This is an optimization exercise on Yosys and OpenROAD, whose aim is small area, not a production implementation. In this exercise RTL edits were held to simulation tests only and were not proved equivalent to the original.

$ cat design.v
module hk_filter_chain (
    input  wire        clk,
    input  wire        rst,           
    input  wire        run,           
    input  wire        sync,          
    input  wire [1:0]  cfg_order,     
    input  wire [2:0]  cfg_dec,       
    input  wire [9:0]  cfg_avg_m,     
    input  wire        cfg_lin_en,
    input  wire        mod_bit,
    input  wire        lin_we,
    input  wire [5:0]  lin_addr,
    input  wire [31:0] lin_wdata,
    output reg         word_valid,
    output reg  [2:0]  word_seq,
    output reg         word_settling,
    output reg  [23:0] word_code,
    output reg  [31:0] word_val
);
    reg        run_q;
    reg [1:0]  order_r;
    reg [2:0]  dec_r;
    reg [9:0]  avg_m_r;
    reg        lin_en_r;
    wire       first   = run & ~run_q;           
    wire       do_sync = run & run_q & sync;     
    wire       dec_rst = first | do_sync;
    always @(posedge clk) begin
        if (rst)
            run_q <= 1'b0;
        else
            run_q <= run;
        if (first) begin
            order_r  <= cfg_order;
            dec_r    <= cfg_dec;
            avg_m_r  <= cfg_avg_m;
            lin_en_r <= cfg_lin_en;
        end
    end
    localparam AW = 45;
    reg  [AW-1:0] int1, int2, int3, int4;
    reg  [AW-1:0] comb1, comb2, comb3, comb4;
    reg  [10:0]   dcnt;          
    reg  [2:0]    jcnt;          
    reg           rst_mode;      
    wire [AW-1:0] x    = {{(AW-1){1'b0}}, mod_bit};
    wire [AW-1:0] int1_n = int1 + x;
    wire [AW-1:0] int2_n = int2 + int1_n;
    wire [AW-1:0] int3_n = int3 + int2_n;
    wire [AW-1:0] int4_n = int4 + int3_n;
    wire [10:0]   dlast = (11'd16 << dec_r) - 11'd1;
    wire          dec_evt = run & ~dec_rst & (dcnt == dlast);
    reg  [AW-1:0] acc_n;
    always @(*) begin
        case (order_r)
            2'd0:    acc_n = int1_n;
            2'd1:    acc_n = int2_n;
            2'd2:    acc_n = int3_n;
            default: acc_n = int4_n;
        endcase
    end
    wire [AW-1:0] c1 = acc_n - comb1;
    wire [AW-1:0] c2 = c1 - comb2;
    wire [AW-1:0] c3 = c2 - comb3;
    wire [AW-1:0] c4 = c3 - comb4;
    reg  [AW-1:0] sinc_out;
    always @(*) begin
        case (order_r)
            2'd0:    sinc_out = c1;
            2'd1:    sinc_out = c2;
            2'd2:    sinc_out = c3;
            default: sinc_out = c4;
        endcase
    end
    reg           s1_valid;
    reg           s1_rst;
    reg           s1_settle;     
    reg           s1_drop;       
    reg  [AW-1:0] s1_sum;
    wire [2:0]    n_ord = {1'b0, order_r} + 3'd1;
    wire          in_settle = (jcnt < n_ord);
    always @(posedge clk) begin
        if (run) begin
            if (dec_rst) begin
                int1  <= x;
                int2  <= x;
                int3  <= x;
                int4  <= x;
                comb1 <= {AW{1'b0}};
                comb2 <= {AW{1'b0}};
                comb3 <= {AW{1'b0}};
                comb4 <= {AW{1'b0}};
                dcnt  <= 11'd1;
                jcnt  <= 3'd0;
                rst_mode <= do_sync;
            end else begin
                int1 <= int1_n;
                int2 <= int2_n;
                int3 <= int3_n;
                int4 <= int4_n;
                if (dec_evt) begin
                    dcnt  <= 11'd0;
                    comb1 <= acc_n;
                    comb2 <= c1;
                    comb3 <= c2;
                    comb4 <= c3;
                    if (jcnt != 3'd5)
                        jcnt <= jcnt + 3'd1;
                end else begin
                    dcnt <= dcnt + 11'd1;
                end
            end
        end
    end
    always @(posedge clk) begin
        if (rst) begin
            s1_valid <= 1'b0;
            s1_rst   <= 1'b0;
        end else begin
            s1_valid <= dec_evt;
            s1_rst   <= dec_rst;
        end
        s1_sum    <= sinc_out;
        s1_settle <= in_settle;
        s1_drop   <= in_settle & ~rst_mode;
    end
    wire [5:0]  shift_s = n_ord * ({3'd0, dec_r} + 6'd4);    
    wire [AW+19:0] up_val = {20'd0, s1_sum} << (6'd24 - shift_s);
    wire [5:0]  dn_sh   = shift_s - 6'd24;
    wire [AW-1:0] dn_q  = s1_sum >> dn_sh;
    wire [AW-1:0] dn_mask = ({AW{1'b1}} << dn_sh);
    wire [AW-1:0] dn_rem  = s1_sum & ~dn_mask;
    wire [AW-1:0] dn_half = {{(AW-1){1'b0}}, 1'b1} << (dn_sh - 6'd1);
    wire        dn_up   = (dn_rem > dn_half) | ((dn_rem == dn_half) & dn_q[0]);
    wire [AW-1:0] dn_val = dn_q + {{(AW-1){1'b0}}, dn_up};
    wire [AW-1:0] norm   = (shift_s <= 6'd24) ? up_val[AW-1:0] : dn_val;
    wire [23:0] code_n   = norm[24] ? 24'h7fffff : (norm[23:0] ^ 24'h800000);
    reg         s2_valid;
    reg         s2_rst;
    reg         s2_settle;
    reg  [23:0] s2_code;
    always @(posedge clk) begin
        if (rst) begin
            s2_valid <= 1'b0;
            s2_rst   <= 1'b0;
        end else begin
            s2_valid <= s1_valid & ~s1_drop;
            s2_rst   <= s1_rst;
        end
        s2_code   <= code_n;
        s2_settle <= s1_settle;
    end
    reg  [9:0]  mcnt;
    reg  [33:0] avg_sum;
    reg         avg_settle;
    reg  [2:0]  seq_cnt;
    wire [33:0] code_ext  = {{10{s2_code[23]}}, s2_code};
    wire [33:0] sum_n     = (mcnt == 10'd0) ? code_ext : avg_sum + code_ext;
    wire        settle_n  = (mcnt == 10'd0) ? s2_settle : (avg_settle | s2_settle);
    wire        avg_done  = s2_valid & (mcnt == avg_m_r);
    always @(posedge clk) begin
        if (rst || s2_rst) begin
            mcnt    <= 10'd0;
            seq_cnt <= 3'd0;
        end else if (s2_valid) begin
            avg_sum    <= sum_n;
            avg_settle <= settle_n;
            if (avg_done) begin
                mcnt    <= 10'd0;
                seq_cnt <= seq_cnt + 3'd1;
            end else begin
                mcnt <= mcnt + 10'd1;
            end
        end
    end
    reg         dv_busy;
    reg  [3:0]  dv_step;
    reg         dv_neg;
    reg         dv_settle;
    reg         dv_lin_en;
    reg  [2:0]  dv_seq;
    reg  [10:0] dv_m;
    reg  [11:0] dv_rem;
    reg  [23:0] dv_q;           
    wire [33:0] mag_n = sum_n[33] ? (34'd0 - sum_n) : sum_n;
    wire [10:0] m_val = {1'b0, avg_m_r} + 11'd1;
    wire [11:0] r_a   = {dv_rem[10:0], dv_q[23]};
    wire        b_a   = (r_a >= {1'b0, dv_m});
    wire [11:0] r_a2  = b_a ? (r_a - {1'b0, dv_m}) : r_a;
    wire [11:0] r_b   = {r_a2[10:0], dv_q[22]};
    wire        b_b   = (r_b >= {1'b0, dv_m});
    wire [11:0] r_b2  = b_b ? (r_b - {1'b0, dv_m}) : r_b;
    wire [12:0] rem2    = {dv_rem, 1'b0};
    wire        rnd_up  = (rem2 > {2'b00, dv_m}) | ((rem2 == {2'b00, dv_m}) & dv_q[0]);
    wire [23:0] q_rnd   = dv_q + {23'd0, rnd_up};
    wire [23:0] avg_code = dv_neg ? (24'd0 - q_rnd) : q_rnd;
    reg         ln_valid;
    reg         ln_settle;
    reg         ln_lin_en;
    reg  [2:0]  ln_seq;
    reg  [23:0] ln_code;
    always @(posedge clk) begin
        if (rst) begin
            dv_busy  <= 1'b0;
            ln_valid <= 1'b0;
        end else begin
            ln_valid <= 1'b0;
            if (avg_done) begin
                dv_busy   <= 1'b1;
                dv_step   <= 4'd0;
                dv_neg    <= sum_n[33];
                dv_settle <= settle_n;
                dv_lin_en <= lin_en_r;
                dv_seq    <= seq_cnt;
                dv_m      <= m_val;
                dv_rem    <= {2'b00, mag_n[33:24]};
                dv_q      <= mag_n[23:0];
            end else if (dv_busy) begin
                if (dv_step == 4'd12) begin
                    dv_busy   <= 1'b0;
                    ln_valid  <= 1'b1;
                    ln_settle <= dv_settle;
                    ln_lin_en <= dv_lin_en;
                    ln_seq    <= dv_seq;
                    ln_code   <= dv_settle ? 24'd0 : avg_code;
                end else begin
                    dv_step <= dv_step + 4'd1;
                    dv_rem  <= r_b2;
                    dv_q    <= {dv_q[21:0], b_a, b_b};
                end
            end
        end
    end
    reg [31:0] lin_tab [0:32];
    always @(posedge clk) begin
        if (lin_we && (lin_addr <= 6'd32))
            lin_tab[lin_addr] <= lin_wdata;
    end
    wire [23:0] u_off = ln_code ^ 24'h800000;       
    wire [4:0]  seg   = u_off[23:19];
    wire [18:0] frac  = u_off[18:0];
    wire [31:0] y_lo  = lin_tab[seg];
    wire [31:0] y_hi  = lin_tab[seg + 6'd1];
    wire signed [32:0] y_diff = $signed({y_hi[31], y_hi}) - $signed({y_lo[31], y_lo});
    wire signed [52:0] prod   = y_diff * $signed({1'b0, frac});
    wire [33:0] p_q    = prod[52:19];
    wire [18:0] p_r    = prod[18:0];
    wire        p_up   = (p_r > 19'h40000) | ((p_r == 19'h40000) & p_q[0]);
    wire [31:0] y_lin  = y_lo + p_q[31:0] + {31'd0, p_up};
    wire [31:0] val_n  = ln_settle ? 32'd0 :
                         ln_lin_en ? y_lin : {{8{ln_code[23]}}, ln_code};
    always @(posedge clk) begin
        if (rst)
            word_valid <= 1'b0;
        else
            word_valid <= ln_valid;
        word_seq      <= ln_seq;
        word_settling <= ln_settle;
        word_code     <= ln_code;
        word_val      <= val_n;
    end
endmodule
$ cat run.sh
#!/bin/bash
# synth_recipe.tcl (not shown) runs the flow's synth.tcl, then flattens the netlist and writes it again
# the make line also repeats each setting of config.mk as NAME=value (left out here)
make -C /OpenROAD-flow-scripts/flow DESIGN_CONFIG=/design/flow/config.mk WORK_HOME=/design/flow/orfs CLKGATE_MAP_FILE= SYNTH_SCRIPT=/design/flow/synth_recipe.tcl finish
$ cat config.mk
export PLATFORM = sky130hd
export DESIGN_NAME = hk_filter_chain
export DESIGN_NICKNAME = hk_filter_chain
export VERILOG_FILES = /design/flow/design.v
export SDC_FILE = /design/flow/constraint.sdc
export NUM_CORES = 4
export LEC_CHECK = 0
export CAP_MARGIN = 20
export CORE_MARGIN = 2
export CORE_UTILIZATION = 40
export SLEW_MARGIN = 20
$ cat constraint.sdc
create_clock -name core_clock -period 18.0 [get_ports {clk}]
set_input_delay 3.6000 -clock core_clock [delete_from_list [all_inputs] [get_ports {clk}]]
set_output_delay 3.6000 -clock core_clock [all_outputs]
set_load 0.01 [all_outputs]
==> run summary <==
Floorplan
The die covers 0.322 mm2. The die span in x is 568 um. 121 I/O pins were placed. The effective utilization at floorplan is 40.3%. Measured along the y axis, the die boundary spans 568 um.

The placement row count is 206. The core outline area is 0.315 mm2.

Route
The via count is 92.8k. The post-route antenna net violation count is 0. The number of vias per cell is 5.91.

The total DRC errors in the routed layout is 0. The starting DRC count in detailed routing is 9,348. After detailed routing, the total wire length is 383 mm. The detailed-router iteration count before antenna repair is 7. Dividing the detail-routed wire length by the instance count gives 24.4 um.

Critical path
Along the worst path, the maximum fanout reaches 7. Data arrives at the worst endpoint at 17.64 ns. The type of destination of the critical path is a flip-flop.

On the critical path, the stage with the largest delay is an instance of clkdlybuf4s50_1. The type of element launching the critical path is a primary input. In this design, the stage delay of the slowest critical-path cell is 0.51 ns. The data required time of the worst path is 18.64 ns. The critical path in this run is classified as in2reg.

Yosys
The Yosys warning count is 1. Of the synthesized area, sequential elements account for 39.5%. The synthesis-stage register bit count is 1,721. The cell area that synthesis handed to floorplanning was 0.127 mm2. The top flip-flop cell by instance count after synthesis is edfxtp_1. The number of synthesized flops with an enable pin is 1,568. The unique cell type count in the Yosys netlist is 110. The share of flip-flops with an asynchronous set or reset is 0%.

The average cell area after synthesis is 11.2 um2. Counting every instance in the synthesized netlist gives 11.3k. The number of nets in the synthesized netlist is 12.6k.

STA
The post-route minimum period is 16.99 ns. The summed negative setup slack over all endpoints is 0 ns. The hold violation total from the final report is 0.

The number of pins exceeding their max-slew limit in the final report was 0. The highest clock rate is 58.8 MHz. The number of failing setup endpoints in the final timing report is 0. After layout, the worst path uses 94.4% of the clock period. For the final database, setup skew stands at 0.118 ns.

For the pin with the worst max-slew slack, the measured transition is 1.19 ns. Setup repair after global routing left no endpoint under its margin. The worst slew margin relative to its limit is 20.4%.

Placed design
The congestion estimate from routability-driven global placement came to 0.930. The HPWL after detailed placement is 258 mm. The count of buffers added on input and output ports is 120.

Cells and area
Cells with a size suffix above 1 make up 11.8% of the layout. The post-layout net count is 12.7k. Compared with the post-synthesis result, the final layout area differs by 10.8%.

Clocking
The clock passes through at most 4 buffers. Clock tree synthesis selected as its root buffer the cell clkbuf_16. CTS saw 1,721 sinks. Counting the buffers created by CTS gives 193. TritonCTS built the clock tree. The number of H-tree branching levels is 4. The later pin in the worst-skew pair is clocked with a latency of 0.92 ns. Clock-pin slew was measured on the worst setup and hold paths at 0.06 ns.

Global routing
The number of global-route vias before repair came to 93.8k. The largest net degree at the start of global routing is 257. The global-route wire length before repair is 583 mm. The total overflow left after global routing is 0.

Global routing used 23.5% of the available tracks across all layers. The number of antenna violations at the first check in global routing was 21.

Run status
The flow ran to the end and the layout has no timing, DRC or antenna violations.

Min path
The worst min-delay path category is reg2reg.

Job
Across the run, the number of max-cap violations was 0.
[cell usage after synthesis (104+ instances only)]
library cell     n  area, um2
edfxtp_1      1568      47100
inv_1          979       3670
nand2_1        912       3420
a21oi_1        716       3580
ha_1           652       8160
fa_1           622      12500
and2_1         559       3500
nor2_1         549       2060
mux4_2         499      11200
clkbuf_1       467       1750
o21ai_0        451       2260
xnor2_1        390       3420
mux2i_1        372       3720
a21o_1         249       1870
xor2_1         203       1780
nand3_1        189        946
dfxtp_1        153       3060
nor3_1         110        551
nor2b_1        104        651
[layout by cell type (no fill, tap or decap), types with 32 or more instances in the layout]
cell             Yosys  routed
edfxtp_1          1568    1568
o21bai_1            82      82
a211oi_1            89      89
a31oi_1             52      51
clkinv_1             0      32
mux2_2              75      75
o22ai_1             80      80
clkinv_2             1      44
o31ai_1             40      39
nor2_4               0      34
a21boi_0            46      46
o21ai_0            451     449
nor2_1             549     514
o221ai_1            85      85
and3_1              69      69
ha_1               652     646
nand2_1            912     910
mux2i_1            372     372
xor2_1             203     199
nand3_1            189     189
o21a_1              73      73
a221o_1             37      37
or3_1               39      39
buf_4                3     301
clkbuf_16            0     199
nand4_1             98      98
clkdlybuf4s50_1      0     103
mux4_2             499     499
nor4_1              34      33
a21oi_1            716     713
a21o_1             249     249
nor2b_1            104     104
dfxtp_1            153     153
xnor2_1            390     372
o211ai_1            57      57
and2_1             559     558
nand2b_1            94      92
inv_1              979     979
nor3_1             110     108
fa_1               622     622
[cell type report]
cell class	count	area, um2
fill	28810	175000
clock buffer	232	5140
timing repair buffer	431	3580
clock inverter	126	1370
tap	4160	5200
inverter	986	3700
multi-input combinational	8025	71600
sequential	1721	50100
antenna	11	27.5
[path summary, 6_finish.rpt]
kind / from / slack [ns] / endpoint / depth (start not counted)
worst max-delay path: mod_bit / 1.01 / s1_sum[44]$_DFF_P_ / 64
worst min-delay path: ln_settle$_DFFE_PP_ / 0.33 / word_settling$_DFF_P_ / 0
worst max register to register: ln_code[21]$_SDFFCE_PP0P_ / 1.22 / word_val[31]$_SDFF_PP0_ / 53
worst min register to register: ln_settle$_DFFE_PP_ / 0.33 / word_settling$_DFF_P_ / 0
[what timing repair did]
item | in CTS | in global routing
hold buffers | 0 | 0
setup buffers | 0 | 0
endpoints found under the setup margin | 0 | 4
gates resized for setup | 0 | 10
[metrics by stage]
step / instance area (um2) / hold WS (ns) / util [%] / worst slack [ns] / cells
after floorplan: 127000 / 0.310 / - / 1.98 / 11306
after global placement: 134000 / 0.322 / 42.5 / 0.408 / 15321
after detailed placement: 134000 / 0.328 / 42.6 / 0.175 / 15322
after CTS: 141000 / 0.345 / 44.6 / 0.939 / 15680
after global routing: 141000 / 0.361 / 44.6 / 0.0112 / 15686
final: 141000 / 0.334 / 44.6 / 1.01 / 15692
[layer usage]
layer / vias to the layer above / routed length, um / track usage, % / part of all wire [%]
met5: - / 27 / 0 / 0.0070
li1: 41344 / - / - / -
met2: 3911 / 176000 / 37.4 / 46
met3: 740 / 33100 / 4.51 / 8.6
met4: 4 / 12200 / 6.95 / 3.2
met1: 46778 / 162000 / 32.4 / 42
[worst max-delay path, delay by kind of cell]
family,cells,cell delay [ns]
and+or+nand+nor,18,3.32
xor gates and xnor gates,9,2.05
buffers and inverters,1,0.51
adders and majority gates,9,3.01
AOI/OAI and AO/OA,27,5.14
[registers in the layout (all words and copies together), names as in the netlist, 34 cells and up]
name and count:
lin_tab 1056, avg_sum 34, comb1 45, int3 45
int2 45, comb2 45, comb3 45, int4 45
comb4 45, s1_sum 45, int1 45
[cell families after synthesis]
kind of cell	count (synthesis)	synth area share [%]
buf+inv	1560	4.65
xor+xnor	601	4.21
fa+ha+maj	1274	16.2
mux	946	12.4
flops	1721	39.5
simple gates	2868	11.1
compound gates	2336	11.9

## afterwards: timing with drivers on the ports
Ports are ideal in the flow. The routed layout listed here was re-timed in OpenROAD. Step 1 (the two cells are an assumption about what drives the block):
set clk [get_ports {clk}]
set_driving_cell -lib_cell sky130_fd_sc_hd__clkbuf_16 $clk
set_driving_cell -lib_cell sky130_fd_sc_hd__buf_2 [delete_from_list [all_inputs] $clk]
Step 2 adds t to the input delays and takes it off the output delays; t is the mean of the earliest and latest rising clock arrival at the registers after step 1. Input paths then give back, and output paths get back, about the clock's delay inside the block. a / b / c = ideal ports / drivers / drivers and shift; a / b = the first two.
shift t [ns]: 0.946
setup slack, ns: 1.005 / 1.066 / 0.120
hold slack, ns: 0.334 / 0.334 / 0.334
latest minus earliest clock arrival (ns): 0.135 / 0.136
After both steps this run still meets setup and hold. For this run, drivers alone change the setup slack by +0.061 ns; drivers and shift together by -0.885 ns.
